Background: an optimization exercise with open tools, aiming at small area, a short achievable clock period and few clock cycles per item. Do not read the settings as production practice. Where RTL was checked, it was by simulation tests only, not by an equivalence proof against the original.

==> tundra <==
==> flow/design.v (excerpt) <==
module dx_ecc (
    input  wire        clk,
    input  wire        rst,
    input  wire        in_valid,
    output wire        in_ready,
    input  wire        in_op,
    input  wire [63:0] in_data,
    input  wire [15:0] in_check,
    output reg         out_valid,
    output reg  [63:0] out_data,
    output reg  [15:0] out_check,
    output reg  [2:0]  out_status
);
Settings: LEC_CHECK=0, CAP_MARGIN=20, CORE_MARGIN=2, CORE_UTILIZATION=60, CTS_BUF_LIST=sky130_fd_sc_hd__clkbuf_4 sky130_fd_sc_hd__clkbuf_8, CTS_CLUSTER_DIAMETER=80, CTS_CLUSTER_SIZE=16, SLEW_MARGIN=20; clock period 14.0 ns.
standard.sh (not shown) runs the stock make flow with config.mk's settings and CLKGATE_MAP_FILE= SYNTH_SCRIPT=/design/flow/synth_recipe.tcl, a recipe that flattens the netlist after the stock synthesis.
==> flow/flow/run.sh <==
#!/bin/bash
# Own flow: the standard layout (standard synthesis unchanged), with
#  - port buffers of sky130_fd_sc_hd__buf_2 instead of the automatically chosen cell;
set -euo pipefail
bash standard.sh \
  "SETUP_SLACK_MARGIN=${FLOW_SETUP_MARGIN:-9.5}" \
  "BUFFER_PORTS_ARGS=-buffer_cell sky130_fd_sc_hd__buf_2" \
  finish > standard_make.log 2>&1
==> garnet: changes against tundra <==
--- a/flow/design.v
+++ b/flow/design.v
@@ -514,17 +514,16 @@
         assign s1g_1 = s1_1 & {7{op_1}};
         wire [12:0] kp = gf_pmul(s3_1, i3_1);
         assign z_1 = gf_ht13(kp);
         assign t0_1 = ^(kp & 13'h0881);
         assign ez_1 = (e_1 == 7'd0);
         assign szero_1 = (s1_1 == 7'd0) && (e_1 == 7'd0);
         wire [6:0] ts1 = s1_1 ^ 7'h40;
-        wire ecmp = (e_1 == (pois_lin(s1_1) ^ 7'h12));
-        wire tz = (ts1 == 7'd0) && ecmp;
-        wire ts = in_set(ts1) && ecmp;
+        wire tz = (ts1 == 7'd0) && (e_1 == 7'h12);
+        wire ts = in_set(ts1) && (e_1 == (pois_lin(s1_1) ^ 7'h12));
         wire [1:0] tp = {s15_1, p1_1} ^ 2'd2;
         assign pz_1 = (tz && (tp != 2'd3)) || (ts && (tp == 2'd1));
     end endgenerate
     generate if (1) begin : g_X
         assign x1_2 = gf_mul(s1g_2, z_2);
         assign x2_2 = x1_2 ^ s1g_2;
         assign in1_2 = in_set(x1_2);
CORE_UTILIZATION = 50   (was 60)
==> results.cfg <==
[sta]
rsz0062_at_grt = false
layout_setup_ws_ns = 9.69

[grt]
use_met3 = 0.0505
grt_pass1_vias = 12200
grt_max_degree = 90

[synth]
netlist_area_um2 = 16200
synth_fa_ha_area_frac = 0.0193

[placement]
place_ws_ns = 8.84

[critical_path]
reg2reg_from = s1_1[5]

[run_status]
status = no timing/DRC/antenna violations

[cells_and_area]
buffers_excl_clock = 184
The numbers above come from tundra.

==> results.cfg <==
[run_status]
status = no timing/DRC/antenna violations

[cells_and_area]
buffers_excl_clock = 187

[synth]
netlist_area_um2 = 15600
synth_fa_ha_area_frac = 0.0208

[grt]
grt_max_degree = 80
grt_pass1_vias = 11700
use_met3 = 0.0347

[sta]
layout_setup_ws_ns = 9.59

[critical_path]
reg2reg_from = s1_1[1]
The numbers above come from garnet.

Testbench counts of garnet, summed over its fixed seeds: cycles 12,024, items 12,000.
For tundra, only the layout was checked, not whether the RTL still works.

* * *

==> trial 18: inputs <==
dx_ecc, a different RTL version from the one above (not shown whole).
export LEC_CHECK = 0
export CAP_MARGIN = 20
export CORE_MARGIN = 2
export CORE_UTILIZATION = 60
export CTS_BUF_LIST = sky130_fd_sc_hd__clkbuf_4 sky130_fd_sc_hd__clkbuf_8
export SLEW_MARGIN = 20
create_clock -name core_clock -period 14.0 [get_ports {clk}]
Scripts as last shown in full above: flow/flow/run.sh
==> build 76: changes against trial 18 <==
--- a/flow/design.v
+++ b/flow/design.v
@@ -65,12 +65,23 @@
             gf_sq[3] = ^(x & 7'h20);
             gf_sq[4] = ^(x & 7'h54);
             gf_sq[5] = ^(x & 7'h40);
             gf_sq[6] = ^(x & 7'h28);
         end
     endfunction
+    function automatic [6:0] gf_cube(input [6:0] x);
+        begin
+            gf_cube[0] = x[0] ^ x[5] ^ (x[1] & x[3]) ^ (x[2] & x[3]) ^ (x[2] & x[6]) ^ (x[3] & x[4]) ^ (x[3] & x[5]) ^ (x[3] & x[6]) ^ (x[4] & x[5]) ^ (x[4] & x[6]);
+            gf_cube[1] = x[4] ^ x[5] ^ (x[0] & x[1]) ^ (x[0] & x[4]) ^ (x[0] & x[6]) ^ (x[1] & x[6]) ^ (x[2] & x[3]) ^ (x[2] & x[4]) ^ (x[2] & x[5]) ^ (x[4] & x[6]) ^ (x[5] & x[6]);
+            gf_cube[2] = x[3] ^ (x[0] & x[1]) ^ (x[0] & x[2]) ^ (x[1] & x[4]) ^ (x[1] & x[6]) ^ (x[2] & x[5]) ^ (x[3] & x[5]) ^ (x[4] & x[5]) ^ (x[4] & x[6]);
+            gf_cube[3] = x[1] ^ x[5] ^ x[6] ^ (x[0] & x[3]) ^ (x[0] & x[5]) ^ (x[1] & x[3]) ^ (x[2] & x[3]) ^ (x[2] & x[4]) ^ (x[2] & x[6]) ^ (x[3] & x[5]) ^ (x[3] & x[6]) ^ (x[5] & x[6]);
+            gf_cube[4] = x[4] ^ x[6] ^ (x[0] & x[2]) ^ (x[0] & x[6]) ^ (x[1] & x[2]) ^ (x[1] & x[5]) ^ (x[1] & x[6]) ^ (x[2] & x[3]) ^ (x[2] & x[4]) ^ (x[2] & x[5]) ^ (x[3] & x[4]) ^ (x[3] & x[5]) ^ (x[3] & x[6]) ^ (x[4] & x[6]) ^ (x[5] & x[6]);
+            gf_cube[5] = x[3] ^ x[4] ^ (x[0] & x[5]) ^ (x[0] & x[6]) ^ (x[1] & x[2]) ^ (x[1] & x[3]) ^ (x[1] & x[4]) ^ (x[1] & x[6]) ^ (x[3] & x[5]) ^ (x[3] & x[6]) ^ (x[4] & x[5]) ^ (x[5] & x[6]);
+            gf_cube[6] = x[2] ^ x[6] ^ (x[0] & x[3]) ^ (x[0] & x[5]) ^ (x[0] & x[6]) ^ (x[1] & x[4]) ^ (x[1] & x[6]) ^ (x[2] & x[4]) ^ (x[3] & x[4]) ^ (x[3] & x[5]) ^ (x[4] & x[6]);
+        end
+    endfunction
     function automatic [6:0] gf_ht(input [6:0] x);
         begin
             gf_ht[0] = ^(x & 7'h00);
             gf_ht[1] = ^(x & 7'h5c);
             gf_ht[2] = ^(x & 7'h58);
             gf_ht[3] = ^(x & 7'h60);
@@ -103,13 +114,12 @@
     endfunction
     wire [0:0] v_0;
     reg  [0:0] v_1;
     reg  [0:0] v_2;
     wire [0:0] op_0;
     reg  [0:0] op_1;
-    reg  [0:0] op_2;
     wire [63:0] d_0;
     reg  [63:0] d_1;
     reg  [63:0] d_2;
     wire [15:0] c_0;
     reg  [15:0] c_1;
     wire [6:0] s1_0;
@@ -118,38 +128,42 @@
     wire [6:0] s3_0;
     reg  [6:0] s3_1;
     wire [0:0] q_0;
     reg  [0:0] q_1;
     wire [0:0] p1_0;
     reg  [0:0] p1_1;
-    reg  [0:0] p1_2;
     wire [0:0] s15_0;
     reg  [0:0] s15_1;
-    reg  [0:0] s15_2;
     wire [14:0] cb_1;
     reg  [14:0] cb_2;
     wire [6:0] e_1;
     wire [6:0] i3_1;
     wire [6:0] z_1;
     reg  [6:0] z_2;
-    wire [0:0] t0_1;
-    reg  [0:0] t0_2;
-    wire [0:0] ez_1;
-    reg  [0:0] ez_2;
-    wire [0:0] szero_1;
-    reg  [0:0] szero_2;
+    wire [0:0] a1_1;
+    reg  [0:0] a1_2;
+    wire [0:0] a2_1;
+    reg  [0:0] a2_2;
+    wire [0:0] a3_1;
+    reg  [0:0] a3_2;
+    wire [0:0] b1_1;
+    reg  [0:0] b1_2;
+    wire [0:0] b2_1;
+    reg  [0:0] b2_2;
+    wire [0:0] cl_1;
+    reg  [0:0] cl_2;
     wire [0:0] pz_1;
     reg  [0:0] pz_2;
+    wire [0:0] e78_1;
+    reg  [0:0] e78_2;
     wire [6:0] x1_2;
     wire [6:0] x2_2;
     wire [0:0] in1_2;
     wire [0:0] in2_2;
-    wire [0:0] s1z_2;
     wire [0:0] corr_2;
     wire [0:0] keep_2;
-    wire [0:0] e78_2;
     wire [2:0] st_2;
     wire [77:0] hit_2;
     wire [63:0] od_2;
     reg  [63:0] od_3;
     wire [14:0] oc_2;
     reg  [14:0] oc_3;
@@ -517,44 +531,47 @@
         assign rd[11] = xr[37];
         assign rd[12] = xr[38];
         assign rd[13] = xr[40];
         assign cb_1 = op_1 ? c_1[14:0] : {q_1, rd ^ c_1[13:0]};
     end endgenerate
     generate if (1) begin : g_E
-        assign e_1 = gf_mul(s1_1, gf_sq(s1_1)) ^ s3_1;
+        assign e_1 = gf_cube(s1_1) ^ s3_1;
         assign i3_1 = gf_inv3(s1_1);
     end endgenerate
     generate if (1) begin : g_K
         wire [12:0] kp = gf_pmul(s3_1, i3_1);
         assign z_1 = gf_ht13(kp);
-        assign t0_1 = ^(kp & 13'h0881);
-        assign ez_1 = (e_1 == 7'd0);
-        assign szero_1 = (s1_1 == 7'd0) && (e_1 == 7'd0);
+        wire t0 = ^(kp & 13'h0881);
+        wire ez = (e_1 == 7'd0);
+        wire s1z = (s1_1 == 7'd0);
+        wire szero = s1z && ez;
+        assign a1_1 = op_1 && !s1z && ez && p1_1 && !s15_1;
+        assign a2_1 = op_1 && !s1z && ez && (p1_1 == s15_1);
+        assign a3_1 = op_1 && !s1z && !ez && t0 && !p1_1 && !s15_1;
+        assign b1_1 = op_1 && szero && (p1_1 ^ s15_1);
+        assign b2_1 = op_1 && szero && p1_1 && s15_1;
+        assign cl_1 = !op_1 || (szero && !p1_1 && !s15_1);
+        assign e78_1 = p1_1 ^ (ez && !szero);
         wire [6:0] ts1 = s1_1 ^ 7'h40;
         wire tz = (ts1 == 7'd0) && (e_1 == 7'h12);
         wire ts = in_set(ts1) && (e_1 == (pois_lin(s1_1) ^ 7'h12));
         wire [1:0] tp = {s15_1, p1_1} ^ 2'd2;
         assign pz_1 = (tz && (tp != 2'd3)) || (ts && (tp == 2'd1));
     end endgenerate
     generate if (1) begin : g_X
         assign x1_2 = gf_mul(s1_2, z_2);
         assign x2_2 = x1_2 ^ s1_2;
         assign in1_2 = in_set(x1_2);
         assign in2_2 = in_set(x2_2);
-        assign s1z_2 = (s1_2 == 7'd0);
     end endgenerate
     generate if (1) begin : g_st
-        wire ok1 = !s1z_2 && ez_2 && in2_2;
-        wire ok2 = !s1z_2 && !ez_2 && t0_2 && in1_2 && in2_2;
-        wire one = (ok1 && p1_2 && !s15_2) || (szero_2 && (p1_2 ^ s15_2));
-        wire two = (ok2 && !p1_2 && !s15_2) || (ok1 && (p1_2 == s15_2)) || (szero_2 && p1_2 && s15_2);
-        wire clean = szero_2 && !p1_2 && !s15_2;
-        assign st_2 = !op_2 || clean ? 3'd0 : one ? 3'd1 : two ? 3'd2 : pz_2 ? 3'd3 : 3'd4;
-        assign corr_2 = op_2 && (one || two);
-        assign keep_2 = !op_2 || clean || one || two;
-        assign e78_2 = p1_2 ^ (ez_2 && !szero_2);
+        wire one = b1_2 || (a1_2 && in2_2);
+        wire two = b2_2 || (a2_2 && in2_2) || (a3_2 && in1_2 && in2_2);
+        assign st_2 = cl_2 ? 3'd0 : one ? 3'd1 : two ? 3'd2 : pz_2 ? 3'd3 : 3'd4;
+        assign corr_2 = one || two;
+        assign keep_2 = cl_2 || one || two;
     end endgenerate
     generate if (1) begin : g_hit
         assign hit_2[0] = (x1_2 == 7'h01) || (x2_2 == 7'h01);
         assign hit_2[1] = (x1_2 == 7'h02) || (x2_2 == 7'h02);
         assign hit_2[2] = (x1_2 == 7'h04) || (x2_2 == 7'h04);
         assign hit_2[3] = (x1_2 == 7'h08) || (x2_2 == 7'h08);
@@ -631,39 +648,40 @@
         assign hit_2[74] = (x1_2 == 7'h73) || (x2_2 == 7'h73);
         assign hit_2[75] = (x1_2 == 7'h6f) || (x2_2 == 7'h6f);
         assign hit_2[76] = (x1_2 == 7'h57) || (x2_2 == 7'h57);
         assign hit_2[77] = (x1_2 == 7'h27) || (x2_2 == 7'h27);
     end endgenerate
     generate if (1) begin : g_out
-        assign od_2 = {64{keep_2}} & (d_2 ^ ({64{corr_2}} & hit_2[77:14]));
-        assign oc_2 = {15{keep_2}} & (cb_2 ^ ({15{corr_2}} & {e78_2, hit_2[13:0]}));
+        assign od_2 = corr_2 ? (d_2 ^ hit_2[77:14]) : (d_2 & {64{keep_2}});
+        assign oc_2 = corr_2 ? (cb_2 ^ {e78_2, hit_2[13:0]}) : (cb_2 & {15{keep_2}});
         assign ost_2 = st_2;
         assign ov_2 = v_2;
     end endgenerate
     always @(posedge clk) begin
         v_1 <= rst ? 1'b0 : v_0;
         v_2 <= rst ? 1'b0 : v_1;
         op_1 <= op_0;
-        op_2 <= op_1;
         d_1 <= d_0;
         d_2 <= d_1;
         c_1 <= c_0;
         s1_1 <= s1_0;
         s1_2 <= s1_1;
         s3_1 <= s3_0;
         q_1 <= q_0;
         p1_1 <= p1_0;
-        p1_2 <= p1_1;
         s15_1 <= s15_0;
-        s15_2 <= s15_1;
         cb_2 <= cb_1;
         z_2 <= z_1;
-        t0_2 <= t0_1;
-        ez_2 <= ez_1;
-        szero_2 <= szero_1;
+        a1_2 <= a1_1;
+        a2_2 <= a2_1;
+        a3_2 <= a3_1;
+        b1_2 <= b1_1;
+        b2_2 <= b2_1;
+        cl_2 <= cl_1;
         pz_2 <= pz_1;
+        e78_2 <= e78_1;
         od_3 <= od_2;
         oc_3 <= oc_2;
         ost_3 <= ost_2;
         ov_3 <= rst ? 1'b0 : ov_2;
     end
     always @* begin
==> run notes <==
quantity	build 76	trial 18
Run status	no timing/DRC/antenna violations	no timing/DRC/antenna violations
Hold endpoint	d_2[14]	d_2[0]
Number of buffers inserted by post-CTS setup repair	2	4
Synthesized-area fraction occupied by xor and xnor cells	27.5%	29.7%
Count of routing violations after the opening detailed-route iteration	2062	2162
Clock sink count	282	281
# nets final	2039	2096
Fraction of synthesized area in multiplexers	1.35%	3.62%
Final-layout worst hold slack	299 ps	275 ps
Post-synth net total	1891	1943
Endpoint of the lowest-slack register-to-register path	oc_3[2]	od_3[58]
Maximum clock skew at final layout	45.8 ps	56.9 ps
CP most frequent cell	sky130_fd_sc_hd__buf_12	sky130_fd_sc_hd__xnor2_1
Multi-input logic area	10300 um2	11000 um2
Average size of a mapped cell	9.16 um2	9.20 um2
Share of cells above drive strength 1	17.9%	19.4%
Function was not checked in any run of this note: the RTL went through the layout flow alone.

-- static timing again, ports no longer ideal --
No port has a modelled driver above. Below, the same layouts with a new extraction and two added sets of constraints. Step 1, drivers: a clkbuf_16 drives clk and a buf_2 each remaining input, both assumed. Step 2 adds t to the input delays and takes it off the output delays; t is the mean of the earliest and latest rising clock arrival at the registers after step 1. Input paths then give back, and output paths get back, about the clock's delay inside the block. Three values: ideal, step 1, step 2; two values: the first two.
run | shift t [ns] | setup slack, ns | pins driven straight from the clock port
tundra | 0.607 | 9.693 / 9.695 / 9.103 | 1
garnet | 0.597 | 9.593 / 9.604 / 9.007 | 1
trial 18 | 0.603 | 9.575 / 9.579 / 9.000 | 1
build 76 | 0.607 | 9.587 / 9.587 / 9.085 | 1
After both steps every run listed still meets setup and hold. For tundra, which loses most, drivers alone change the setup slack by +0.002 ns; drivers and shift together by -0.590 ns.
